This design comes from an exercise in tuning for small area on the open sky130 flow, not from production work.
Function was checked by simulation only, so behaviour that the tests miss may differ from the original.
No activity file was given, so power comes from the tool's default toggle rates.

==> flow/design.v <==
module zpx_rtc (
    input  wire        clk,
    input  wire        rst,
    input  wire        tick,
    input  wire        cmd_valid,
    input  wire [1:0]  cmd_op,
    input  wire [63:0] cmd_fields,
    input  wire [47:0] cmd_arg,
    input  wire        temp_valid,
    input  wire [11:0] temp,
    output wire [63:0] cal_fields,
    output reg  [14:0] subsec,
    output reg         time_valid,
    output wire        date_suspect,
    output reg         alarm0,
    output reg         alarm1,
    output reg  [8:0]  trim_n,
    output reg  [8:0]  trim_n_eval
);
    reg [7:0] sec, mnt, hour, day, month, year, cent;
    reg [3:0] wday;
    assign cal_fields = {cent, year, month, day, 4'd0, wday, hour, mnt, sec};
    wire mo_feb = (month[7:4] == 4'd0) && (month[3:0] == 4'd2);
    wire mo_30  = ((month[7:4] == 4'd0) && (month[3:0] == 4'd4 || month[3:0] == 4'd6 ||
                                             month[3:0] == 4'd9 || month[3:0] == 4'd11)) ||
                  ((month[7:4] == 4'd1) && (month[3:0] == 4'd1));
    wire y4     = !year[0] && (year[1] == year[4]);
    wire c4     = !cent[0] && (cent[1] == cent[4]);
    wire leap   = y4 && ((year != 8'd0) || c4);
    wire [3:0] dt = day[7:4], du = day[3:0];
    wire c_day  = (dt >= 4'd4) ||
                  (dt == 4'd3 && (du != 4'd0 || mo_feb || mo_30)) ||
                  (dt == 4'd2 && (mo_feb ? (leap ? du >= 4'd9 : du >= 4'd8) :
                                  mo_30  ? du >= 4'd10 : du >= 4'd11));
    wire c_sec   = (sec[7:4] >= 4'd6) || (sec[7:4] == 4'd5 && sec[3:0] >= 4'd9);
    wire c_min   = (mnt[7:4] >= 4'd6) || (mnt[7:4] == 4'd5 && mnt[3:0] >= 4'd9);
    wire c_hour  = (hour[7:4] >= 4'd3) || (hour[7:4] == 4'd2 && hour[3:0] >= 4'd3) ||
                   (hour[7:4] == 4'd1 && hour[3:0] >= 4'd13);
    wire c_month = (month[7:4] >= 4'd2) || (month[7:4] == 4'd1 && month[3:0] >= 4'd2) ||
                   (month[7:4] == 4'd0 && month[3:0] >= 4'd12);
    wire c_year  = (year[7:4] >= 4'd10) || (year[7:4] == 4'd9 && year[3:0] >= 4'd9);
    wire c_cent  = (cent[7:4] >= 4'd10) || (cent[7:4] == 4'd9 && cent[3:0] >= 4'd9);
    wire c_wday  = (wday >= 4'd7);
    function [7:0] binc;
        input [7:0] x;
        begin
            if (x[3:0] == 4'd9 || x[3:0] == 4'hF) binc = {x[7:4] + 4'd1, 4'd0};
            else                                  binc = {x[7:4], x[3:0] + 4'd1};
        end
    endfunction
    wire k_min   = c_sec;
    wire k_hour  = k_min & c_min;
    wire k_day   = k_hour & c_hour;
    wire k_month = k_day & c_day;
    wire k_year  = k_month & c_month;
    wire k_cent  = k_year & c_year;
    wire [7:0] r_sec   = c_sec ? 8'h00 : binc(sec);
    wire [7:0] r_min   = k_min   ? (c_min   ? 8'h00 : binc(mnt))   : mnt;
    wire [7:0] r_hour  = k_hour  ? (c_hour  ? 8'h00 : binc(hour))  : hour;
    wire [7:0] r_day   = k_day   ? (c_day   ? 8'h01 : binc(day))   : day;
    wire [3:0] r_wday  = k_day   ? (c_wday  ? 4'h1  : wday + 4'd1) : wday;
    wire [7:0] r_month = k_month ? (c_month ? 8'h01 : binc(month)) : month;
    wire [7:0] r_year  = k_year  ? (c_year  ? 8'h00 : binc(year))  : year;
    wire [7:0] r_cent  = k_cent  ? (c_cent  ? 8'h00 : binc(cent))  : cent;
    wire [59:0] r_f = {r_cent, r_year, r_month, r_day, r_wday, r_hour, r_min, r_sec};
    function nib9;
        input [3:0] n;
        nib9 = !n[3] || (n[2:1] == 2'b00);
    endfunction
    wire nib_ok = nib9(sec[7:4]) && nib9(sec[3:0]) && nib9(mnt[7:4]) && nib9(mnt[3:0]) &&
                  nib9(hour[7:4]) && nib9(hour[3:0]) && nib9(day[7:4]) && nib9(day[3:0]) &&
                  nib9(month[7:4]) && nib9(month[3:0]) && nib9(year[7:4]) && nib9(year[3:0]) &&
                  nib9(cent[7:4]) && nib9(cent[3:0]);
    wire day_ok = (dt <= 4'd1 && (dt != 4'd0 || du != 4'd0)) ||
                  (dt == 4'd2 && !(mo_feb && !leap && du == 4'd9)) ||
                  (dt == 4'd3 && !mo_feb && (du == 4'd0 || (!mo_30 && du == 4'd1)));
    wire rng_ok = (sec[7:4] <= 4'd5) && (mnt[7:4] <= 4'd5) &&
                  (hour[7:4] <= 4'd1 || (hour[7:4] == 4'd2 && hour[3:0] <= 4'd3)) &&
                  (wday != 4'd0) && !wday[3] && day_ok &&
                  ((month[7:4] == 4'd0 && month[3:0] != 4'd0) ||
                   (month[7:4] == 4'd1 && month[3:0] <= 4'd2));
    wire set_valid = nib_ok && rng_ok;
    reg just_set, ds_reg;
    assign date_suspect = just_set ? !set_valid : ds_reg;
    wire cmd      = tick && cmd_valid;
    wire do_set   = cmd && (cmd_op == 2'd0);
    wire do_alarm = cmd && (cmd_op == 2'd1) && time_valid;
    wire [15:0] arg_t0 = cmd_arg[47:32];
    wire t0_ok    = ($signed(arg_t0) >= -16'sd400) && ($signed(arg_t0) <= 16'sd1250);
    wire do_trim  = cmd && (cmd_op == 2'd2) && t0_ok;
    wire count    = tick && !do_set;
    reg  [4:0] win_cnt;
    reg  [7:0] crem;       
    reg        cx;
    wire       n_neg  = trim_n[8];
    wire       elig   = &subsec[11:0];
    wire       c_av   = cx || (crem != 8'd0);
    wire       corr   = elig && c_av;
    wire [15:0] ss_next = {1'b0, subsec} + {14'd0, corr & !n_neg, !corr};
    wire       do_roll = count && ss_next[15];
    wire       win_beg = do_roll && (win_cnt == 5'd31);
    reg [59:0] al0_val, al1_val;
    reg [7:0]  al0_mask, al1_mask;
    reg        al0_en, al1_en, al0_once, al1_once;
    function amatch;
        input [59:0] v;
        input [7:0]  mk;
        input [59:0] f;
        reg   [59:0] d;
        begin
            d = v ^ f;
            amatch = (!mk[0] || d[7:0] == 8'd0) && (!mk[1] || d[15:8] == 8'd0) &&
                     (!mk[2] || d[23:16] == 8'd0) && (!mk[3] || d[27:24] == 4'd0) &&
                     (!mk[4] || d[35:28] == 8'd0) && (!mk[5] || d[43:36] == 8'd0) &&
                     (!mk[6] || d[51:44] == 8'd0) && (!mk[7] || d[59:52] == 8'd0);
        end
    endfunction
    wire m0 = do_roll && al0_en && amatch(al0_val, al0_mask, r_f);
    wire m1 = do_roll && al1_en && amatch(al1_val, al1_mask, r_f);
    wire [59:0] cmd_f60 = {cmd_fields[63:32], cmd_fields[27:0]};
    reg [15:0] curve_a0, curve_a2, curve_t0;
    reg        curve_set;
    reg [47:0] R;           
    reg [14:0] Dr;          
    reg [7:0]  ec;          
    reg        sv;
    reg       c_dir, c_usem, c_cin, c_ldd, c_clr, c_qsv, c_ovr, c_inb;
    reg [2:0] c_bsel;
    always @* begin
        c_dir = 1'b0; c_bsel = 3'd0; c_usem = 1'b0; c_cin = 1'b0; c_ldd = 1'b0;
        c_clr = 1'b0; c_qsv = 1'b0; c_ovr = 1'b0; c_inb = 1'b0;
        case (ec)
            8'd1: begin c_bsel = 3'd1; c_usem = 1'd1; end
            8'd2: begin c_bsel = 3'd1; c_usem = 1'd1; c_cin = 1'd1; end
            8'd3: begin c_bsel = 3'd1; c_usem = 1'd1; end
            8'd4: begin c_bsel = 3'd1; c_usem = 1'd1; end
            8'd5: begin c_bsel = 3'd1; c_usem = 1'd1; end
            8'd6: begin c_bsel = 3'd1; c_usem = 1'd1; end
            8'd7: begin c_bsel = 3'd1; c_usem = 1'd1; end
            8'd8: begin c_bsel = 3'd1; c_usem = 1'd1; end
            8'd9: begin c_bsel = 3'd1; c_usem = 1'd1; end
            8'd10: begin c_bsel = 3'd1; c_usem = 1'd1; end
            8'd11: begin c_bsel = 3'd1; c_usem = 1'd1; end
            8'd12: begin c_bsel = 3'd2; c_usem = 1'd1; end
            8'd13: begin  end
            8'd14: begin  end
            8'd15: begin c_cin = 1'd1; end
            8'd16: begin  end
            8'd17: begin  end
            8'd18: begin  end
            8'd19: begin  end
            8'd20: begin  end
            8'd21: begin  end
            8'd22: begin  end
            8'd23: begin  end
            8'd24: begin  end
            8'd25: begin  end
            8'd26: begin  end
            8'd27: begin  end
            8'd28: begin  end
            8'd29: begin  end
            8'd30: begin c_ldd = 1'd1; end
            8'd31: begin c_bsel = 3'd3; c_usem = 1'd1; end
            8'd32: begin c_bsel = 3'd3; c_usem = 1'd1; end
            8'd33: begin c_bsel = 3'd3; c_usem = 1'd1; end
            8'd34: begin c_bsel = 3'd3; c_usem = 1'd1; end
            8'd35: begin c_bsel = 3'd3; c_usem = 1'd1; end
            8'd36: begin c_bsel = 3'd3; c_usem = 1'd1; end
            8'd37: begin c_bsel = 3'd3; c_usem = 1'd1; end
            8'd38: begin c_bsel = 3'd3; c_usem = 1'd1; end
            8'd39: begin c_bsel = 3'd3; c_usem = 1'd1; end
            8'd40: begin c_bsel = 3'd3; c_usem = 1'd1; end
            8'd41: begin c_bsel = 3'd3; c_usem = 1'd1; end
            8'd42: begin c_bsel = 3'd3; c_usem = 1'd1; end
            8'd43: begin c_bsel = 3'd3; c_usem = 1'd1; end
            8'd44: begin c_bsel = 3'd3; c_usem = 1'd1; end
            8'd45: begin c_bsel = 3'd3; c_usem = 1'd1; end
            8'd46: begin  end
            8'd47: begin  end
            8'd48: begin  end
            8'd49: begin  end
            8'd50: begin  end
            8'd51: begin  end
            8'd52: begin  end
            8'd53: begin  end
            8'd54: begin  end
            8'd55: begin  end
            8'd56: begin  end
            8'd57: begin  end
            8'd58: begin  end
            8'd59: begin  end
            8'd60: begin c_clr = 1'd1; end
            8'd61: begin c_bsel = 3'd4; c_usem = 1'd1; c_cin = 1'd1; end
            8'd62: begin c_bsel = 3'd4; c_usem = 1'd1; c_cin = 1'd1; end
            8'd63: begin c_bsel = 3'd4; c_usem = 1'd1; c_cin = 1'd1; end
            8'd64: begin c_bsel = 3'd4; c_usem = 1'd1; c_cin = 1'd1; end
            8'd65: begin c_bsel = 3'd4; c_usem = 1'd1; end
            8'd66: begin c_bsel = 3'd4; c_usem = 1'd1; c_cin = 1'd1; end
            8'd67: begin c_bsel = 3'd5; end
            8'd68: begin c_dir = 1'd1; c_qsv = 1'd1; end
            8'd69: begin c_bsel = 3'd4; c_usem = 1'd1; end
            8'd70: begin c_bsel = 3'd4; c_usem = 1'd1; c_cin = 1'd1; end
            8'd71: begin c_bsel = 3'd4; c_usem = 1'd1; end
            8'd72: begin c_bsel = 3'd4; c_usem = 1'd1; c_cin = 1'd1; end
            8'd73: begin c_bsel = 3'd5; end
            8'd74: begin c_dir = 1'd1; c_qsv = 1'd1; end
            8'd75: begin c_bsel = 3'd4; c_usem = 1'd1; c_cin = 1'd1; end
            8'd76: begin c_bsel = 3'd5; end
            8'd77: begin c_dir = 1'd1; c_qsv = 1'd1; end
            8'd78: begin c_bsel = 3'd4; c_usem = 1'd1; c_cin = 1'd1; end
            8'd79: begin c_bsel = 3'd5; end
            8'd80: begin c_dir = 1'd1; c_qsv = 1'd1; end
            8'd81: begin c_bsel = 3'd4; c_usem = 1'd1; end
            8'd82: begin c_bsel = 3'd4; c_usem = 1'd1; end
            8'd83: begin c_bsel = 3'd4; c_usem = 1'd1; end
            8'd84: begin c_bsel = 3'd5; end
            8'd85: begin c_dir = 1'd1; c_qsv = 1'd1; end
            8'd86: begin c_bsel = 3'd4; c_usem = 1'd1; end
            8'd87: begin c_bsel = 3'd4; c_usem = 1'd1; end
            8'd88: begin c_bsel = 3'd4; c_usem = 1'd1; end
            8'd89: begin c_bsel = 3'd4; c_usem = 1'd1; end
            8'd90: begin c_bsel = 3'd4; c_usem = 1'd1; c_cin = 1'd1; end
            8'd91: begin c_bsel = 3'd4; c_usem = 1'd1; c_cin = 1'd1; end
            8'd92: begin c_bsel = 3'd4; c_usem = 1'd1; end
            8'd93: begin c_bsel = 3'd4; c_usem = 1'd1; end
            8'd94: begin c_bsel = 3'd4; c_usem = 1'd1; end
            8'd95: begin c_bsel = 3'd4; c_usem = 1'd1; end
            8'd96: begin c_bsel = 3'd4; c_usem = 1'd1; c_cin = 1'd1; end
            8'd97: begin c_bsel = 3'd4; c_usem = 1'd1; end
            8'd98: begin c_bsel = 3'd4; c_usem = 1'd1; c_cin = 1'd1; end
            8'd99: begin c_cin = 1'd1; end
            8'd100: begin c_cin = 1'd1; end
            8'd101: begin c_dir = 1'd1; c_bsel = 3'd6; end
            8'd102: begin c_dir = 1'd1; c_bsel = 3'd6; end
            8'd103: begin c_dir = 1'd1; c_bsel = 3'd6; end
            8'd104: begin c_dir = 1'd1; c_bsel = 3'd6; end
            8'd105: begin c_dir = 1'd1; c_bsel = 3'd6; end
            8'd106: begin c_dir = 1'd1; c_bsel = 3'd6; end
            8'd107: begin c_dir = 1'd1; c_bsel = 3'd6; end
            8'd108: begin c_dir = 1'd1; c_bsel = 3'd6; end
            8'd109: begin c_dir = 1'd1; c_bsel = 3'd6; end
            8'd110: begin c_dir = 1'd1; c_bsel = 3'd6; end
            8'd111: begin c_dir = 1'd1; c_bsel = 3'd6; end
            8'd112: begin c_dir = 1'd1; c_bsel = 3'd6; end
            8'd113: begin c_dir = 1'd1; c_bsel = 3'd6; end
            8'd114: begin c_dir = 1'd1; c_bsel = 3'd6; end
            8'd115: begin c_dir = 1'd1; c_bsel = 3'd6; end
            8'd116: begin c_dir = 1'd1; c_bsel = 3'd6; end
            8'd117: begin c_dir = 1'd1; c_bsel = 3'd6; end
            8'd118: begin c_dir = 1'd1; c_bsel = 3'd6; end
            8'd119: begin c_dir = 1'd1; c_bsel = 3'd6; end
            8'd120: begin c_dir = 1'd1; c_bsel = 3'd6; end
            8'd121: begin c_dir = 1'd1; c_bsel = 3'd6; end
            8'd122: begin c_dir = 1'd1; c_bsel = 3'd6; end
            8'd123: begin c_dir = 1'd1; c_bsel = 3'd6; end
            8'd124: begin c_dir = 1'd1; c_bsel = 3'd6; end
            8'd125: begin c_dir = 1'd1; c_bsel = 3'd6; end
            8'd126: begin c_dir = 1'd1; c_bsel = 3'd6; end
            8'd127: begin c_dir = 1'd1; c_bsel = 3'd6; end
            8'd128: begin c_dir = 1'd1; c_bsel = 3'd6; end
            8'd129: begin c_dir = 1'd1; c_bsel = 3'd6; end
            8'd130: begin c_dir = 1'd1; c_bsel = 3'd6; end
            8'd131: begin c_dir = 1'd1; c_bsel = 3'd6; c_ovr = 1'd1; end
            8'd132: begin c_dir = 1'd1; c_bsel = 3'd6; c_ovr = 1'd1; c_inb = 1'd1; end
            8'd133: begin c_dir = 1'd1; c_bsel = 3'd6; c_ovr = 1'd1; end
            8'd134: begin c_dir = 1'd1; c_bsel = 3'd6; c_ovr = 1'd1; c_inb = 1'd1; end
            8'd135: begin c_dir = 1'd1; c_bsel = 3'd6; c_ovr = 1'd1; c_inb = 1'd1; end
            8'd136: begin c_dir = 1'd1; c_bsel = 3'd6; c_ovr = 1'd1; c_inb = 1'd1; end
            8'd137: begin c_dir = 1'd1; c_bsel = 3'd6; end
            8'd138: begin c_dir = 1'd1; c_clr = 1'd1; end
            8'd139: begin c_dir = 1'd1; c_bsel = 3'd6; end
            8'd140: begin c_dir = 1'd1; c_bsel = 3'd6; end
            8'd141: begin c_dir = 1'd1; c_bsel = 3'd6; end
            8'd142: begin c_dir = 1'd1; c_bsel = 3'd6; end
            8'd143: begin c_dir = 1'd1; c_bsel = 3'd6; end
            8'd144: begin c_dir = 1'd1; c_bsel = 3'd6; end
            8'd145: begin c_dir = 1'd1; c_bsel = 3'd6; end
            8'd146: begin c_dir = 1'd1; c_bsel = 3'd6; end
            8'd147: begin c_dir = 1'd1; c_bsel = 3'd6; end
            8'd148: begin c_dir = 1'd1; c_bsel = 3'd6; end
            8'd149: begin c_dir = 1'd1; c_bsel = 3'd6; end
            8'd150: begin c_dir = 1'd1; c_bsel = 3'd6; end
            8'd151: begin c_dir = 1'd1; c_bsel = 3'd6; end
            8'd152: begin c_dir = 1'd1; c_bsel = 3'd6; end
            8'd153: begin c_dir = 1'd1; c_bsel = 3'd6; end
            8'd154: begin c_dir = 1'd1; c_bsel = 3'd6; end
            8'd155: begin c_dir = 1'd1; c_bsel = 3'd6; end
            8'd156: begin c_dir = 1'd1; c_bsel = 3'd6; end
            8'd157: begin c_dir = 1'd1; c_bsel = 3'd6; end
            8'd158: begin c_dir = 1'd1; c_bsel = 3'd6; end
            8'd159: begin c_dir = 1'd1; c_bsel = 3'd6; end
            8'd160: begin c_dir = 1'd1; c_bsel = 3'd6; end
            8'd161: begin c_dir = 1'd1; c_bsel = 3'd6; end
            8'd162: begin c_dir = 1'd1; c_bsel = 3'd6; end
            8'd163: begin c_dir = 1'd1; c_bsel = 3'd6; end
            8'd164: begin c_dir = 1'd1; c_bsel = 3'd6; end
            8'd165: begin c_dir = 1'd1; c_bsel = 3'd6; end
            8'd166: begin c_dir = 1'd1; c_bsel = 3'd6; end
            8'd167: begin c_dir = 1'd1; c_bsel = 3'd6; end
            8'd168: begin c_dir = 1'd1; c_bsel = 3'd6; end
            default: ;
        endcase
    end
    wire [17:0] A = R[47:30];
    reg  [17:0] Bv;
    always @* begin
        case (c_bsel)
            3'd1:    Bv = 18'd5;
            3'd2:    Bv = -18'sd5;
            3'd3:    Bv = {3'b111, Dr};
            3'd4:    Bv = {{2{curve_a2[15]}}, curve_a2};
            3'd5:    Bv = {{2{curve_a0[15]}}, curve_a0};
            3'd6:    Bv = A[17] ? 18'd15625 : -18'sd15625;
            default: Bv = 18'd0;
        endcase
    end
    wire        addit = !c_usem || R[0];
    wire [17:0] Be    = addit ? Bv : 18'd0;
    wire [18:0] s     = {A[17], A} + {Be[17], Be} + {18'd0, c_cin};
    wire        a_in  = c_ovr ? c_inb : R[29];
    wire        q_in  = c_qsv ? sv : !s[17];
    wire [47:0] R_sr  = {s[18:1] & {18{!c_clr}}, s[0], R[29:1]};
    wire [47:0] R_sl  = {s[16:0] & {17{!c_clr}}, a_in, R[28:0], q_in};
    wire        start = temp_valid && curve_set;
    wire        rng_neg = R[47];
    wire        rng_big = |R[46:31];
    wire [9:0]  hq      = R[9:0];
    wire        sat_lo  = hq[9] || (&hq[8:0]);
    wire [8:0]  q_fin   = sat_lo ? 9'h101 : {hq[8], ~hq[7:0]};
    always @(posedge clk) begin
        sv <= R[0];
        R <= c_dir ? R_sl : R_sr;
        if (start) begin
            R[47:30] <= {~curve_t0[15], ~curve_t0, 1'b0};
            R[11:0]  <= temp;
        end
        if (c_ldd) Dr <= R[15:1];
    end
    always @(posedge clk) begin
        if (rst) begin
            sec <= 8'h00; mnt <= 8'h00; hour <= 8'h00; wday <= 4'h6;
            day <= 8'h01; month <= 8'h01; year <= 8'h00; cent <= 8'h20;
            subsec <= 15'd0;
            time_valid <= 1'b0;
            just_set <= 1'b0;
            ds_reg <= 1'b0;
            alarm0 <= 1'b0; alarm1 <= 1'b0;
            al0_en <= 1'b0; al1_en <= 1'b0;
            win_cnt <= 5'd0;
            crem <= 8'd0;
            cx <= 1'b0;
            trim_n <= 9'd0;
            trim_n_eval <= 9'd0;
            curve_set <= 1'b0;
            ec <= 8'd0;
        end else begin
            if (start)
                ec <= 8'd1;
            else if (ec == 8'd169 || (ec == 8'd101 && (rng_neg || rng_big)))
                ec <= 8'd0;
            else if (ec != 8'd0)
                ec <= ec + 8'd1;
            if (ec == 8'd101 && rng_neg)
                trim_n_eval <= 9'h0FF;
            else if (ec == 8'd101 && rng_big)
                trim_n_eval <= 9'h101;
            else if (ec == 8'd169)
                trim_n_eval <= q_fin;
            if (tick) begin
                if (win_beg) begin
                    crem <= trim_n_eval[7:0] ^ {8{trim_n_eval[8]}};
                    cx <= trim_n_eval[8];
                    trim_n <= trim_n_eval;
                end else if (corr) begin
                    if (crem != 8'd0) crem <= crem - 8'd1;
                    else              cx <= 1'b0;
                end
                if (do_roll)
                    win_cnt <= win_cnt + 5'd1;
            end
            just_set <= do_set;
            if (just_set)
                ds_reg <= !set_valid;
            if (do_set) begin
                sec <= cmd_fields[7:0];   mnt <= cmd_fields[15:8];  hour <= cmd_fields[23:16];
                wday <= cmd_fields[27:24];
                day <= cmd_fields[39:32]; month <= cmd_fields[47:40];
                year <= cmd_fields[55:48]; cent <= cmd_fields[63:56];
                subsec <= cmd_arg[14:0];
                time_valid <= 1'b1;
            end else if (count) begin
                subsec <= ss_next[14:0];
                if (do_roll) begin
                    sec <= r_sec; mnt <= r_min; hour <= r_hour; wday <= r_wday;
                    day <= r_day; month <= r_month; year <= r_year; cent <= r_cent;
                end
            end
            if (m0) begin
                alarm0 <= 1'b1;
                if (al0_once) al0_en <= 1'b0;
            end
            if (m1) begin
                alarm1 <= 1'b1;
                if (al1_once) al1_en <= 1'b0;
            end
            if (do_alarm) begin
                if (!cmd_arg[0]) begin
                    al0_en <= cmd_arg[1];
                    if (cmd_arg[3] && !m0) alarm0 <= 1'b0;
                end else begin
                    al1_en <= cmd_arg[1];
                    if (cmd_arg[3] && !m1) alarm1 <= 1'b0;
                end
            end
            if (do_trim)
                curve_set <= 1'b1;
        end
    end
    always @(posedge clk) begin
        if (do_alarm && !cmd_arg[0]) begin
            al0_once <= cmd_arg[2];
            al0_mask <= cmd_arg[15:8];
            al0_val  <= cmd_f60;
        end
        if (do_alarm && cmd_arg[0]) begin
            al1_once <= cmd_arg[2];
            al1_mask <= cmd_arg[15:8];
            al1_val  <= cmd_f60;
        end
        if (do_trim) begin
            curve_a0 <= cmd_arg[15:0];
            curve_a2 <= cmd_arg[31:16];
            curve_t0 <= cmd_arg[47:32];
        end
    end
endmodule
==> flow/flow/run.sh <==
#!/bin/bash
set -euo pipefail
export BUFFER_PORTS_ARGS="-buffer_cell sky130_fd_sc_hd__buf_1"
export CTS_ARGS="-sink_clustering_enable -repair_clock_nets -dont_use_dummy_load"
bash standard.sh > flow_make.log 2>&1
==> flow/standard.sh <==
#!/bin/bash
# synth_recipe.tcl (not shown) runs the flow's synth.tcl, then flattens the netlist and writes it again
# the make line also repeats each setting of config.mk as NAME=value (left out here)
make -C /OpenROAD-flow-scripts/flow DESIGN_CONFIG=/design/flow/config.mk WORK_HOME=/design/flow/orfs CLKGATE_MAP_FILE= SYNTH_SCRIPT=/design/flow/synth_recipe.tcl "${@:-finish}"
==> flow/config.mk <==
export PLATFORM = sky130hd
export DESIGN_NAME = zpx_rtc
export DESIGN_NICKNAME = zpx_rtc
export VERILOG_FILES = /design/flow/design.v
export SDC_FILE = /design/flow/constraint.sdc
export NUM_CORES = 4
export LEC_CHECK = 0
export CAP_MARGIN = 20
export CORE_MARGIN = 2
export CORE_UTILIZATION = 40
export SLEW_MARGIN = 20
==> flow/constraint.sdc <==
create_clock -name core_clock -period 120.0 [get_ports {clk}]
set_input_delay 24.0000 -clock core_clock [delete_from_list [all_inputs] [get_ports {clk}]]
set_output_delay 24.0000 -clock core_clock [all_outputs]
set_load 0.01 [all_outputs]
==> results of run 1 <==
[cell type report]
| type | count | area [um2] |
|---|---|---|
| Antenna cell | 1 | 2.502 |
| Clock buffer | 43 | 1076 |
| Tap cell | 664 | 830.8 |
| Fill cell | 4794 | 26620 |
| Inverter | 70 | 262.8 |
| Sequential cell | 373 | 9479 |
| Multi-Input combinational cell | 1587 | 9792 |
| Timing Repair Buffer | 242 | 984.7 |
[cells by family (layout without fill, tap and decap cells)]
kind of cell / after synthesis / count (layout) / share of synthesized area
xor+xnor: 135 / 135 / 0.05935
simple gates: 772 / 772 / 0.1748
other cells: 1 / 5 / 0.0001882
mux: 40 / 40 / 0.02148
buf+inv: 180 / 355 / 0.03586
fa+ha+maj: 86 / 86 / 0.05514
flops: 373 / 373 / 0.4758
compound gates: 550 / 550 / 0.1774
[synth_stat cells (23+ instances only)]
cell type,count,area [um2]
dfxtp_1,172,3443
nor2_1,179,671.9
o21ai_0,107,535.5
xor2_1,67,586.8
a31oi_1,49,306.5
nand2_1,329,1235
a22oi_1,33,247.7
nor3_1,41,205.2
a21oi_1,164,820.8
a221oi_1,28,245.2
inv_1,69,259.0
ha_1,83,1039
xnor2_1,68,595.6
nand4_1,27,168.9
edfxtp_1,201,6036
clkbuf_1,89,334.1
nand3_1,70,350.3
a211oi_1,23,172.7
[metrics by stage]
step / power [mW] / utilization / cell area (um2) / instances / setup WS [ns]
global placement: 0.1608 / 0.4352 / 21350 / 2936 / 92.78
CTS: 0.2720 / 0.4572 / 22430 / 2979 / 92.81
floorplan: 0.1533 / - / 19930 / 2140 / 87.94
finish: 0.2696 / 0.4572 / 22430 / 2980 / 92.81
detailed placement: 0.1612 / 0.4352 / 21350 / 2936 / 92.71
global route: 0.2794 / 0.4572 / 22430 / 2980 / 92.60
[worst min path at each step]
stage,startpoint,to,slack (ns),cells after the start
2_1_floorplan,R[0],sv,0.38,0
3_3_place_gp,curve_t0[11],R[42],0.43,1
3_5_place_dp,curve_t0[11],R[42],0.42,1
4_1_cts,curve_t0[11],R[42],0.43,1
5_1_grt,R[23],R[22],0.45,2
6_report,curve_t0[11],R[42],0.42,1
[routing by layer]
metal	GRT usage	vias up	part of all wire
met5	0	-	0.0015
met4	0.06009	14	0.022
met3	0.06337	100	0.081
met2	0.3938	491	0.48
met1	0.2940	8148	0.41
li1	-	8100	-
[critical path: cells and delay by family (launching register included)]
kind / cells / cell delay (ns)
buffers and inverters: 2 / 0.32
adders and majority gates: 1 / 0.14
AOI/OAI and AO/OA: 4 / 1.18
DFF: 1 / 0.41
and+or+nand+nor: 2 / 0.56
[power by group through the flow]
stage | Combinational, mW | Clock, mW | Sequential [mW]
detailed placement | 0.0180 | 0 | 0.143
floorplan | 0.0113 | 0 | 0.142
finish | 0.0182 | 0.111 | 0.141
global placement | 0.0177 | 0 | 0.143
global route | 0.0202 | 0.118 | 0.141
CTS | 0.0182 | 0.113 | 0.141
==> results.py, run 1 <==
metrics = {
    "final_layout": {
        "area_growth_pct": 12.57,
        "drive_above_1_share": 0.04881,
        "final_cell_mix": "328 x nand2_1, 221 x buf_1, 201 x edfxtp_1, 178 x nor2_1, 172 x dfxtp_1",
        "fin_nets": 2534,
        "top_regs": "al0_val: 60 flops, al1_val: 60 flops, R: 48 flops",
        "final_common_cell": "nand2_1",
    },
    "yosys": {
        "synth_edf_count": 201,
        "yosysWarnings": 1,
        "avgSynthCellArea_um2": 9.323,
        "async_reset_ff_frac": 0,
        "syn_area_um2": 19920,
        "netlist_instances": 2137,
        "synth_ff_type": "edfxtp_1",
        "synth-seq-area-share": 0.4758,
        "ys_ff_latch": 373,
        "synth.distinct_cells": 80,
    },
    "worst_setup_path": {
        "r2r-end": "R[46]",
        "cp_cell_sequence": "inv_1, ha_1, or4b_4, a2111oi_4, nor3_1, o41ai_1, o211ai_1, a21oi_1, buf_1",
        "critPathMaxFanout": 9,
        "cpMaxStageDelayCell": "or4b_4",
        "cp.arrival_ns": 3.19,
        "worstSetupStartpoint": "year[4]",
        "r2r_slack_ns": 113.31,
        "critical_path.endpoint_type": "output pin",
        "r2r-start": "ec[1]",
        "path_class": "register to output pin",
        "startpoint_type": "register",
        "ff2ff_path_depth": 24,
        "critPathRequiredTime_ns": 96.00,
        "crit_end": "date_suspect",
        "slowest_delay_ns": 0.47,
    },
    "global_routing": {
        "antenna_found_initial": 8,
        "grt-ovfl-total": 0,
        "grt.total_usage": 0.2329,
        "grt_pass1_vias": 16030,
        "grt_pass1_wl_um": 92520,
        "grt_max_degree": 73,
    },
    "sta": {
        "fin_worst_skew_ns": 0.07451,
        "finalHoldViolations": 0,
        "setup_viol": 0,
        "rsz0062_at_grt": "false",
        "slew_violations": 0,
        "min_period_over_period": 0.2266,
        "whs_ns": 0.4249,
        "max_clock_freq_mhz": 36.78,
        "max_slew_margin": 0.2678,
        "finalSetupTns_ns": 0,
        "min_period_ns": 27.19,
        "worst_pin_slew_ns": 1.098,
    },
    "floorplanning": {
        "die_y_um": 227.2,
        "dieWidth_um": 227.2,
        "rows": 81,
        "dieArea_um2": 51610,
        "io_pins": 232,
        "coreArea_um2": 49050,
        "start_util": 0.4062,
    },
    "clock_tree": {
        "h-tree-depth": 2,
        "cts_root_buf": "clkbuf_16",
        "clock_latency_ns": 0.59,
        "holdBufCountCts": 0,
        "numClockSinks": 373,
        "cts.reportedPaths.clkPinSlew_ns": 0.06,
        "post_cts_buffers": 0,
        "cts_tree": "yes",
        "cts_buffer_depth": 3,
        "cts_buffers": 43,
        "cts_resized": 0,
    },
    "pwr": {
        "power.density_nw_per_um2": 12.02,
        "p_comb_frac": 0.067,
        "clkPwrFrac": 0.411,
        "ir_drop_mv": 0.01018,
        "power_leakage_nw": 7.651,
        "netSwitchingPower_mw": 0.06311,
        "power.internal_mw": 0.2065,
        "pwr-share-seq": 0.521,
        "switching_share": 0.2341,
    },
    "routing": {
        "wl_per_cell_um": 20.46,
        "wl_um": 60980,
        "vias": 16850,
        "drt_iter0_drc": 1354,
        "viasPerCell": 5.655,
        "first_pass_iters": 5,
        "drtAntennaViolNets": 0,
        "drc": 0,
    },
    "flow_run": {
        "drv_cap": 0,
    },
    "outcome": {
        "outcome": "no timing/DRC/antenna violations",
    },
    "placed_design": {
        "gp_congestion": 0.8871,
        "place.port_buffers": 223,
        "hpwl_um": 43330,
    },
    "min_path": {
        "min_path_type": "register to register",
    },
}
==> inputs of run 2 (changes only) <==
==> flow/run.sh (new file) <==
#!/bin/bash
# synth_recipe.tcl (not shown) runs the flow's synth.tcl, then flattens the netlist and writes it again
# the make line also repeats each setting of config.mk as NAME=value (left out here)
make -C /OpenROAD-flow-scripts/flow DESIGN_CONFIG=/design/flow/config.mk WORK_HOME=/design/flow/orfs CLKGATE_MAP_FILE= SYNTH_SCRIPT=/design/flow/synth_recipe.tcl finish
removed: flow/flow/run.sh
removed: flow/standard.sh
==> results.py, run 2 <==
metrics = {
    "outcome": {
        "outcome": "no timing/DRC/antenna violations",
    },
    "sta": {
        "slew_violations": 0,
        "min_period_over_period": 0.2298,
        "fin_worst_skew_ns": 0.03317,
        "rsz0062_at_grt": "false",
        "setup_viol": 0,
        "min_period_ns": 27.58,
        "max_clock_freq_mhz": 36.26,
        "max_slew_margin": 0.2665,
        "whs_ns": 0.4316,
        "finalSetupTns_ns": 0,
        "finalHoldViolations": 0,
        "worst_pin_slew_ns": 1.100,
    },
    "yosys": {
        "avgSynthCellArea_um2": 9.323,
        "syn_area_um2": 19920,
        "synth.distinct_cells": 80,
        "synth_edf_count": 201,
        "ys_ff_latch": 373,
        "synth_ff_type": "edfxtp_1",
        "async_reset_ff_frac": 0,
        "yosysMostFrequentCell": "nand2_1",
        "yosysWarnings": 1,
        "netlist.area_leader.share": 0.3030,
        "netlist_instances": 2137,
        "synth_top_area_cell": "edfxtp_1",
        "synthTopCellsByArea": "edfxtp_1 30%, dfxtp_1 17%, nand2_1 6.2%",
        "synth_commonest_cells": "329 x nand2_1, 201 x edfxtp_1, 179 x nor2_1, 172 x dfxtp_1, 164 x a21oi_1",
        "synth-seq-area-share": 0.4758,
    },
    "routing": {
        "viasPerCell": 5.617,
        "vias": 16920,
        "drtAntennaViolNets": 0,
        "drc": 0,
        "drt_iter0_drc": 1313,
        "wl_um": 61630,
        "first_pass_iters": 5,
        "wl_per_cell_um": 20.45,
    },
    "worst_setup_path": {
        "critical_path.endpoint_type": "output pin",
        "cp_cell_sequence": "inv_1, ha_1, or4b_4, a2111oi_4, nor3_1, o41ai_1, o211ai_1, a21oi_1, clkdlybuf4s50_1",
        "critPathRequiredTime_ns": 96.00,
        "critPathMaxFanout": 9,
        "slowest_delay_ns": 0.60,
        "path_class": "register to output pin",
        "cpMaxStageDelayCell": "clkdlybuf4s50_1",
        "cp.arrival_ns": 3.58,
        "startpoint_type": "register",
    },
    "placed_design": {
        "place_inst": 2938,
        "hpwl_um": 43520,
        "gp_congestion": 0.8902,
        "place.port_buffers": 223,
    },
    "clock_tree": {
        "h-tree-depth": 2,
        "cts_buffer_depth": 3,
        "post_cts_buffers": 0,
        "cts.reportedPaths.clkPinSlew_ns": 0.06,
        "cts_buffers": 41,
        "numClockSinks": 373,
        "cts_root_buf": "clkbuf_16",
        "clock_latency_ns": 0.58,
        "holdBufCountCts": 0,
        "cts_tree": "yes",
        "cts_resized": 0,
    },
    "final_layout": {
        "fin_nets": 2534,
        "final_cell_mix": "328 x nand2_1, 222 x clkdlybuf4s50_1, 201 x edfxtp_1, 178 x nor2_1, 172 x dfxtp_1",
        "insertedDiodeCount": 0,
        "multi_input_area_um2": 9792,
        "drive_above_1_share": 0.05364,
        "register_area_um2": 9479,
        "area_growth_pct": 20.88,
        "final_common_cell": "nand2_1",
        "fillers": 4614,
        "top_regs": "al0_val: 60 flops, al1_val: 60 flops, R: 48 flops",
        "final_cells": 3013,
    },
    "floorplanning": {
        "io_pins": 232,
        "dieArea_um2": 51610,
        "rows": 81,
        "dieWidth_um": 227.2,
        "start_util": 0.4062,
        "die_y_um": 227.2,
        "coreArea_um2": 49050,
    },
    "global_routing": {
        "grt_pass1_vias": 16370,
        "antenna_found_initial": 1,
        "grt_pass1_wl_um": 94360,
        "grt-ovfl-total": 0,
        "grt_max_degree": 73,
        "grt.total_usage": 0.2368,
    },
    "pwr": {
        "power_leakage_nw": 8.342,
        "ir_drop_mv": 0.009734,
        "power.density_nw_per_um2": 12.03,
    },
    "min_path": {
        "min_path_type": "register to register",
    },
    "flow_run": {
        "drv_cap": 0,
    },
}
==> run 2: cell counts after synthesis <==
Identical to the previous run, type by type.
==> run 2: layout make-up <==
cell class | count | share of cell area
Multi-Input combinational cell | 1587 | 0.4066
Sequential cell | 373 | 0.3936
Timing Repair Buffer | 244 | 0.09913
Clock buffer | 52 | 0.04520
Tap cell | 664 | 0.03450
Inverter | 70 | 0.01091
Clock inverter | 23 | 0.01008
==> run 2: layer usage <==
| metal | global-route usage | vias to the layer above | wire length (um) |
|---|---|---|---|
| met5 | 0 | - | 12 |
| met4 | 0.08349 | 2 | 1777 |
| met3 | 0.04078 | 97 | 3736 |
| met2 | 0.3905 | 510 | 28890 |
| met1 | 0.3135 | 8172 | 27210 |
| li1 | - | 8142 | - |
==> run 2: worst max-delay path: cells and delay by family, from the launching register on <==
| family | cells | cell delay [ns] |
|---|---|---|
| DFF | 1 | 0.41 |
| and+or+nand+nor | 2 | 0.56 |
| adders and majority gates | 1 | 0.15 |
| buffers and inverters | 2 | 0.73 |
| AOI/OAI and AO/OA | 4 | 1.14 |
==> run 2: cells by family after synthesis <==
logic type	after synthesis	synth area share
simple gates	772	0.1748
compound gates	550	0.1774
flops	373	0.4758
buf+inv	180	0.03586
xor+xnor	135	0.05935
fa+ha+maj	86	0.05514
mux	40	0.02148
other cells	1	0.0001882
==> run 2: per-stage QoR <==
stage	setup slack [ns]	area (um2)	power, mW	utilization
finish	92.42	24080	0.2897	0.4910
global route	92.24	24080	0.2992	0.4910
CTS	92.42	24080	0.2922	0.4910
detailed placement	92.48	22750	0.1647	0.4638
global placement	92.59	22750	0.1645	0.4638
floorplan	87.94	19930	0.1533	-
==> run 2: path summary, 6_finish.rpt <==
check	from	to	slack (ns)	cells after the start
worst max-delay path	year[4]	date_suspect	92.42	9
worst min-delay path	curve_t0[7]	R[38]	0.43	1
worst max register to register	ec[1]	R[46]	113.04	24
worst min register to register	curve_t0[7]	R[38]	0.43	1
==> run 2: report_power, final <==
group,internal [mW],switching [mW]
clock network,0.0750,0.0524
logic,0.0102,0.0117
registers,0.137,0.00336
==> inputs of run 3 (changes only) <==
--- a/flow/design.v
+++ b/flow/design.v
@@ -42,11 +42,4 @@
     wire c_cent  = (cent[7:4] >= 4'd10) || (cent[7:4] == 4'd9 && cent[3:0] >= 4'd9);
     wire c_wday  = (wday >= 4'd7);
-    function [7:0] binc;
-        input [7:0] x;
-        begin
-            if (x[3:0] == 4'd9 || x[3:0] == 4'hF) binc = {x[7:4] + 4'd1, 4'd0};
-            else                                  binc = {x[7:4], x[3:0] + 4'd1};
-        end
-    endfunction
     wire k_min   = c_sec;
     wire k_hour  = k_min & c_min;
@@ -55,12 +48,24 @@
     wire k_year  = k_month & c_month;
     wire k_cent  = k_year & c_year;
-    wire [7:0] r_sec   = c_sec ? 8'h00 : binc(sec);
-    wire [7:0] r_min   = k_min   ? (c_min   ? 8'h00 : binc(mnt))   : mnt;
-    wire [7:0] r_hour  = k_hour  ? (c_hour  ? 8'h00 : binc(hour))  : hour;
-    wire [7:0] r_day   = k_day   ? (c_day   ? 8'h01 : binc(day))   : day;
-    wire [3:0] r_wday  = k_day   ? (c_wday  ? 4'h1  : wday + 4'd1) : wday;
-    wire [7:0] r_month = k_month ? (c_month ? 8'h01 : binc(month)) : month;
-    wire [7:0] r_year  = k_year  ? (c_year  ? 8'h00 : binc(year))  : year;
-    wire [7:0] r_cent  = k_cent  ? (c_cent  ? 8'h00 : binc(cent))  : cent;
+    function [7:0] fstep;
+        input [7:0] x;
+        input       k, c, m1;
+        reg         w;
+        reg   [3:0] u, t;
+        begin
+            w = (x[3:0] == 4'd9) || (x[3:0] == 4'hF);
+            u = (k && (c || w)) ? {3'd0, m1 && c} : x[3:0] + {3'd0, k};
+            t = (k && c) ? 4'd0 : x[7:4] + {3'd0, k && w};
+            fstep = {t, u};
+        end
+    endfunction
+    wire [7:0] r_sec   = fstep(sec,   1'b1,    c_sec,   1'b0);
+    wire [7:0] r_min   = fstep(mnt,   k_min,   c_min,   1'b0);
+    wire [7:0] r_hour  = fstep(hour,  k_hour,  c_hour,  1'b0);
+    wire [7:0] r_day   = fstep(day,   k_day,   c_day,   1'b1);
+    wire [3:0] r_wday  = (k_day && c_wday) ? 4'h1 : wday + {3'd0, k_day};
+    wire [7:0] r_month = fstep(month, k_month, c_month, 1'b1);
+    wire [7:0] r_year  = fstep(year,  k_year,  c_year,  1'b0);
+    wire [7:0] r_cent  = fstep(cent,  k_cent,  c_cent,  1'b0);
     wire [59:0] r_f = {r_cent, r_year, r_month, r_day, r_wday, r_hour, r_min, r_sec};
     function nib9;
@@ -119,15 +124,15 @@
     wire m1 = do_roll && al1_en && amatch(al1_val, al1_mask, r_f);
     wire [59:0] cmd_f60 = {cmd_fields[63:32], cmd_fields[27:0]};
-    reg [15:0] curve_a0, curve_a2, curve_t0;
+    reg [15:0] curve_a0, curve_a2;
+    reg [11:0] curve_t0;    
     reg        curve_set;
     reg [47:0] R;           
-    reg [14:0] Dr;          
+    reg [5:0]  Dh;          
     reg [7:0]  ec;          
-    reg        sv;
-    reg       c_dir, c_usem, c_cin, c_ldd, c_clr, c_qsv, c_ovr, c_inb;
+    reg       c_dir, c_usem, c_cin, c_ldd, c_clr, c_ovr, c_inb;
     reg [2:0] c_bsel;
     always @* begin
         c_dir = 1'b0; c_bsel = 3'd0; c_usem = 1'b0; c_cin = 1'b0; c_ldd = 1'b0;
-        c_clr = 1'b0; c_qsv = 1'b0; c_ovr = 1'b0; c_inb = 1'b0;
+        c_clr = 1'b0; c_ovr = 1'b0; c_inb = 1'b0;
         case (ec)
             8'd1: begin c_bsel = 3'd1; c_usem = 1'd1; end
@@ -190,30 +195,30 @@
             8'd58: begin  end
             8'd59: begin  end
-            8'd60: begin c_clr = 1'd1; end
-            8'd61: begin c_bsel = 3'd4; c_usem = 1'd1; c_cin = 1'd1; end
-            8'd62: begin c_bsel = 3'd4; c_usem = 1'd1; c_cin = 1'd1; end
-            8'd63: begin c_bsel = 3'd4; c_usem = 1'd1; c_cin = 1'd1; end
-            8'd64: begin c_bsel = 3'd4; c_usem = 1'd1; c_cin = 1'd1; end
-            8'd65: begin c_bsel = 3'd4; c_usem = 1'd1; end
+            8'd60: begin  end
+            8'd61: begin c_bsel = 3'd4; c_usem = 1'd1; end
+            8'd62: begin c_bsel = 3'd4; c_usem = 1'd1; end
+            8'd63: begin c_bsel = 3'd4; c_usem = 1'd1; end
+            8'd64: begin c_bsel = 3'd4; c_usem = 1'd1; end
+            8'd65: begin c_bsel = 3'd4; c_usem = 1'd1; c_cin = 1'd1; end
             8'd66: begin c_bsel = 3'd4; c_usem = 1'd1; c_cin = 1'd1; end
-            8'd67: begin c_bsel = 3'd5; end
-            8'd68: begin c_dir = 1'd1; c_qsv = 1'd1; end
+            8'd67: begin c_dir = 1'd1; end
+            8'd68: begin c_bsel = 3'd5; end
             8'd69: begin c_bsel = 3'd4; c_usem = 1'd1; end
             8'd70: begin c_bsel = 3'd4; c_usem = 1'd1; c_cin = 1'd1; end
             8'd71: begin c_bsel = 3'd4; c_usem = 1'd1; end
             8'd72: begin c_bsel = 3'd4; c_usem = 1'd1; c_cin = 1'd1; end
-            8'd73: begin c_bsel = 3'd5; end
-            8'd74: begin c_dir = 1'd1; c_qsv = 1'd1; end
+            8'd73: begin c_dir = 1'd1; end
+            8'd74: begin c_bsel = 3'd5; end
             8'd75: begin c_bsel = 3'd4; c_usem = 1'd1; c_cin = 1'd1; end
-            8'd76: begin c_bsel = 3'd5; end
-            8'd77: begin c_dir = 1'd1; c_qsv = 1'd1; end
+            8'd76: begin c_dir = 1'd1; end
+            8'd77: begin c_bsel = 3'd5; end
             8'd78: begin c_bsel = 3'd4; c_usem = 1'd1; c_cin = 1'd1; end
-            8'd79: begin c_bsel = 3'd5; end
-            8'd80: begin c_dir = 1'd1; c_qsv = 1'd1; end
+            8'd79: begin c_dir = 1'd1; end
+            8'd80: begin c_bsel = 3'd5; end
             8'd81: begin c_bsel = 3'd4; c_usem = 1'd1; end
             8'd82: begin c_bsel = 3'd4; c_usem = 1'd1; end
             8'd83: begin c_bsel = 3'd4; c_usem = 1'd1; end
-            8'd84: begin c_bsel = 3'd5; end
-            8'd85: begin c_dir = 1'd1; c_qsv = 1'd1; end
+            8'd84: begin c_dir = 1'd1; end
+            8'd85: begin c_bsel = 3'd5; end
             8'd86: begin c_bsel = 3'd4; c_usem = 1'd1; end
             8'd87: begin c_bsel = 3'd4; c_usem = 1'd1; end
@@ -308,7 +313,7 @@
             3'd1:    Bv = 18'd5;
             3'd2:    Bv = -18'sd5;
-            3'd3:    Bv = {3'b111, Dr};
+            3'd3:    Bv = {3'b111, Dh, trim_n_eval};
             3'd4:    Bv = {{2{curve_a2[15]}}, curve_a2};
-            3'd5:    Bv = {{2{curve_a0[15]}}, curve_a0};
+            3'd5:    Bv = {curve_a0[15], curve_a0, 1'b0};
             3'd6:    Bv = A[17] ? 18'd15625 : -18'sd15625;
             default: Bv = 18'd0;
@@ -319,6 +324,6 @@
     wire [18:0] s     = {A[17], A} + {Be[17], Be} + {18'd0, c_cin};
     wire        a_in  = c_ovr ? c_inb : R[29];
-    wire        q_in  = c_qsv ? sv : !s[17];
-    wire [47:0] R_sr  = {s[18:1] & {18{!c_clr}}, s[0], R[29:1]};
+    wire        q_in  = !s[17];
+    wire [47:0] R_sr  = {s[18:1], s[0], R[29:1]};
     wire [47:0] R_sl  = {s[16:0] & {17{!c_clr}}, a_in, R[28:0], q_in};
     wire        start = temp_valid && curve_set;
@@ -329,11 +334,10 @@
     wire [8:0]  q_fin   = sat_lo ? 9'h101 : {hq[8], ~hq[7:0]};
     always @(posedge clk) begin
-        sv <= R[0];
         R <= c_dir ? R_sl : R_sr;
         if (start) begin
-            R[47:30] <= {~curve_t0[15], ~curve_t0, 1'b0};
+            R[47:30] <= {{5{~curve_t0[11]}}, ~curve_t0, 1'b0};
             R[11:0]  <= temp;
         end
-        if (c_ldd) Dr <= R[15:1];
+        if (c_ldd) Dh <= R[15:10];
     end
     always @(posedge clk) begin
@@ -367,4 +371,6 @@
             else if (ec == 8'd169)
                 trim_n_eval <= q_fin;
+            else if (c_ldd)
+                trim_n_eval <= R[9:1];
             if (tick) begin
                 if (win_beg) begin
@@ -431,5 +437,5 @@
             curve_a0 <= cmd_arg[15:0];
             curve_a2 <= cmd_arg[31:16];
-            curve_t0 <= cmd_arg[47:32];
+            curve_t0 <= cmd_arg[43:32];
         end
     end
==> flow/flow/run.sh (new file) <==
#!/bin/bash
# The standard layout (standard.sh), with three ORFS knobs changed:
#  - synthesis maps logic with flow/abc_area.script (area-recovering ABC mapping with the
#    delay target relaxed; the clock period is 120 ns), through a copy of the ORFS scripts
#    folder whose abc_speed.script is replaced; flip-flop mapping is unchanged;
#  - port buffers use the smallest buffer cell (every port still gets its buffer);
#  - clock tree synthesis clusters up to 15 sinks within 60 um per clkbuf_8, with
#    no dummy loads.
# Each tool's full output stays in orfs/logs/; make's own output goes to flow_make.log.
set -euo pipefail
here=$(pwd)
rm -rf "$here/scripts"
cp -r "$FLOW_HOME/scripts" "$here/scripts"
cp "$here/flow/abc_area.script" "$here/scripts/abc_speed.script"
export SCRIPTS_DIR="$here/scripts"
export BUFFER_PORTS_ARGS="-buffer_cell sky130_fd_sc_hd__buf_1"
export CTS_ARGS="-sink_clustering_enable -repair_clock_nets -dont_use_dummy_load -buf_list sky130_fd_sc_hd__clkbuf_8 -sink_clustering_size 15 -sink_clustering_max_diameter 60"
bash standard.sh > flow_make.log 2>&1
==> flow/flow/abc_area.script (new file) <==
&get -n
&st
&dch
&nf -R 1000
&st
&syn2
&dch
&nf -R 1000
&st
&dch -f
&nf -R 1000 -p -a
&put
topo
==> flow/standard.sh (new file) <==
#!/bin/bash
# synth_recipe.tcl (not shown) runs the flow's synth.tcl, then flattens the netlist and writes it again
# the make line also repeats each setting of config.mk as NAME=value (left out here)
make -C /OpenROAD-flow-scripts/flow DESIGN_CONFIG=/design/flow/config.mk WORK_HOME=/design/flow/orfs CLKGATE_MAP_FILE= SYNTH_SCRIPT=/design/flow/synth_recipe.tcl "${@:-finish}"
removed: flow/run.sh
==> results.py, run 3 <==
metrics = {
    "clock_tree": {
        "cts.reportedPaths.clkPinSlew_ns": 0.09,
        "holdBufCountCts": 0,
        "clock_latency_ns": 0.63,
        "cts_buffers": 37,
        "cts_tree": "yes",
        "cts_buffer_depth": 3,
        "cts_resized": 0,
        "post_cts_buffers": 0,
        "numClockSinks": 359,
        "cts_root_buf": "clkbuf_8",
        "h-tree-depth": 2,
    },
    "worst_setup_path": {
        "critPathMaxFanout": 7,
        "critical_path.endpoint_type": "output pin",
        "r2r_slack_ns": 112.66,
        "cp_cell_sequence": "nor3_1, nand3_1, a21oi_1, a32oi_1, nor2b_1, nor3_1, o21ai_0, o211ai_1, a21oi_1, buf_1",
        "slowest_delay_ns": 0.44,
        "cpMaxStageDelayCell": "dfxtp_1",
        "startpoint_type": "register",
        "critPathRequiredTime_ns": 96.00,
        "cp.arrival_ns": 2.84,
        "path_class": "register to output pin",
    },
    "placed_design": {
        "hpwl_um": 38270,
        "place_inst": 2600,
        "place.port_buffers": 223,
        "gp_congestion": 0.9184,
        "dpl_cell_area_um2": 19310,
    },
    "yosys": {
        "synthTopCellsByArea": "edfxtp_1 32%, dfxtp_1 20%, a21oi_1 5.1%",
        "yosysMostFrequentCell": "nor2_1",
        "synth_ff_type": "edfxtp_1",
        "synth_edf_count": 188,
        "yosysWarnings": 1,
        "synth_top_area_cell": "edfxtp_1",
        "synth.distinct_cells": 61,
        "synth_commonest_cells": "232 x nor2_1, 188 x edfxtp_1, 188 x nand2_1, 180 x a21oi_1, 171 x dfxtp_1",
        "ys_ff_latch": 359,
        "async_reset_ff_frac": 0,
        "synth-seq-area-share": 0.5178,
        "netlist.area_leader.share": 0.3224,
        "netlist_instances": 1771,
        "syn_area_um2": 17510,
        "avgSynthCellArea_um2": 9.889,
    },
    "sta": {
        "slew_violations": 0,
        "min_period_ns": 26.84,
        "max_clock_freq_mhz": 37.25,
        "setup_viol": 0,
        "min_period_over_period": 0.2237,
        "fin_worst_skew_ns": 0.07009,
        "finalHoldViolations": 0,
        "rsz0062_at_grt": "false",
        "worst_pin_slew_ns": 0.9921,
        "finalSetupTns_ns": 0,
        "max_slew_margin": 0.3386,
    },
    "final_layout": {
        "drive_above_1_share": 0.03554,
        "fin_nets": 2253,
        "area_growth_pct": 13.37,
        "design_area_um2": 19850,
        "fillers": 4222,
        "utilization": 0.4599,
        "top_regs": "al0_val: 60 flops, al1_val: 60 flops, R: 48 flops",
        "final_cells": 2642,
        "final_cell_mix": "230 x nor2_1, 222 x buf_1, 188 x edfxtp_1, 188 x nand2_1, 180 x a21oi_1",
        "final_common_cell": "nor2_1",
    },
    "global_routing": {
        "grt_pass1_wl_um": 81810,
        "grt_max_degree": 73,
        "grt_pass1_vias": 14190,
        "antenna_found_initial": 3,
        "grt-ovfl-total": 0,
        "grt.total_usage": 0.2350,
    },
    "min_path": {
        "min_path_type": "register to register",
    },
    "pwr": {
        "pwr-share-seq": 0.584,
        "netSwitchingPower_mw": 0.06788,
        "p_comb_frac": 0.134,
        "p_total_mw": 0.2452,
        "clkPwrFrac": 0.282,
        "switching_share": 0.2768,
        "power.internal_mw": 0.1774,
        "power_leakage_nw": 6.679,
        "ir_drop_mv": 0.01134,
        "power.density_nw_per_um2": 12.35,
    },
    "floorplanning": {
        "dieWidth_um": 213.2,
        "die_y_um": 213.2,
        "start_util": 0.4057,
        "io_pins": 232,
        "dieArea_um2": 45470,
        "coreArea_um2": 43170,
        "rows": 76,
    },
    "routing": {
        "wl_per_cell_um": 20.55,
        "first_pass_iters": 6,
        "drt_iter0_drc": 1330,
        "vias": 15100,
        "drtAntennaViolNets": 0,
        "drc": 0,
        "viasPerCell": 5.716,
        "wl_um": 54280,
    },
    "flow_run": {
        "drv_cap": 0,
    },
    "outcome": {
        "outcome": "no timing/DRC/antenna violations",
    },
}
[run 3: changes by cell type in the layout (fill, tap and decap cells not counted), sizes merged, moves of 22 or more]
cell	before	now
clkinv	19	47
nand2	329	188
a31oi	49	12
clkdlybuf4s50	222	0
mux2	22	0
nand3	70	48
buf	22	247
a221oi	28	50
nor2	179	232
inv	69	0
[run 3: logic make-up after synthesis]
kind of cell	share of synthesized area
other	0.0002141
DFF	0.5178
xor gates and xnor gates	0.06952
and+or+nand+nor	0.1585
adders and majority gates	0.04844
muxes	0.002286
buffers and inverters	0.01222
AOI/OAI and AO/OA	0.1910
[run 3: path summary, 6_finish.rpt]
kind,startpoint,end,cells after the start
min,curve_t0[0],R[31],1
min reg2reg,curve_t0[0],R[31],1
max,month[5],date_suspect,10
max reg2reg,ec[2],R[46],32
[run 3: power groups by stage]
stage,clock network (mW),registers [mW],logic (mW)
detailed placement,0,0.146,0.0324
finish,0.0692,0.143,0.0329
global placement,0,0.146,0.0318
global route,0.0745,0.144,0.0370
floorplan,0,0.144,0.0222
CTS,0.0713,0.143,0.0327
[run 3: critical path: cells and delay by family, from the launching register on]
| family | cells | cell delay [ns] |
|---|---|---|
| buf+inv | 1 | 0.19 |
| simple gates | 4 | 0.62 |
| compound gates | 5 | 0.95 |
| flops | 1 | 0.44 |
[run 3: per-stage QoR]
stage / worst slack (ns) / hold WS (ns)
6_report: 93.16 / 0.4240
5_1_grt: 92.96 / 0.4443
4_1_cts: 93.11 / 0.4223
3_5_place_dp: 92.54 / 0.4100
3_3_place_gp: 92.58 / 0.4081
2_1_floorplan: 87.76 / 0.4009
[run 3: layout make-up]
cell class / count / area [um2] / share of cell area
Timing Repair Buffer: 248 / 1045 / 0.05262
Clock buffer: 37 / 509.2 / 0.02565
Multi-Input combinational cell: 1363 / 8315 / 0.4188
Inverter: 47 / 176.4 / 0.008886
Antenna cell: 3 / 7.507 / 0.0003781
Sequential cell: 359 / 9069 / 0.4568
Tap cell: 585 / 732.0 / 0.03687
[run 3: per-layer routing]
metal | vias to the layer above | part of all wire | global-route usage | wire length (um)
li1 | 7186 | - | - | -
met1 | 7287 | 0.44 | 0.3152 | 23760
met2 | 528 | 0.46 | 0.3812 | 24900
met3 | 99 | 0.071 | 0.03912 | 3865
met4 | 2 | 0.032 | 0.08860 | 1739
met5 | - | 0.00024 | 0 | 13

## re-timing with driven ports
In the flow no input, the clock included, has a driving cell. The finished layouts below were timed again as built, in two steps. Step 1: set_driving_cell puts a clkbuf_16 on clk and a buf_2 on each other input, an assumption about the parent block. Step 2 moves the port delays by t, midway between the first and last clock arrival at a register: inputs arrive t later, outputs are due t later. That takes back most of the time a late clock gives input paths. Slacks: no drivers / after step 1 / after step 2; pairs: no drivers / after step 1.
| run | shift t [ns] | setup WS [ns] | worst hold slack (ns) | slew at the worst register clock pin (ns) | worst data-port slew with drivers (ns) |
|---|---|---|---|---|---|
| run 1 | 0.606 | 92.813 / 92.753 / 92.657 | 0.425 / 0.425 / 0.425 | 0.06 / 0.06 | 0.10 |
| run 2 | 0.619 | 92.423 / 92.365 / 92.450 | 0.432 / 0.432 / 0.432 | 0.07 / 0.07 | 0.10 |
| run 3 | 0.651 | 93.156 / 93.102 / 92.596 | 0.424 / 0.424 / 0.424 | 0.10 / 0.10 | 0.08 |
After both steps every run listed still meets setup and hold. The setup slack of run 3, which loses most, moves by -0.054 ns with the drivers and by -0.560 ns with both steps.
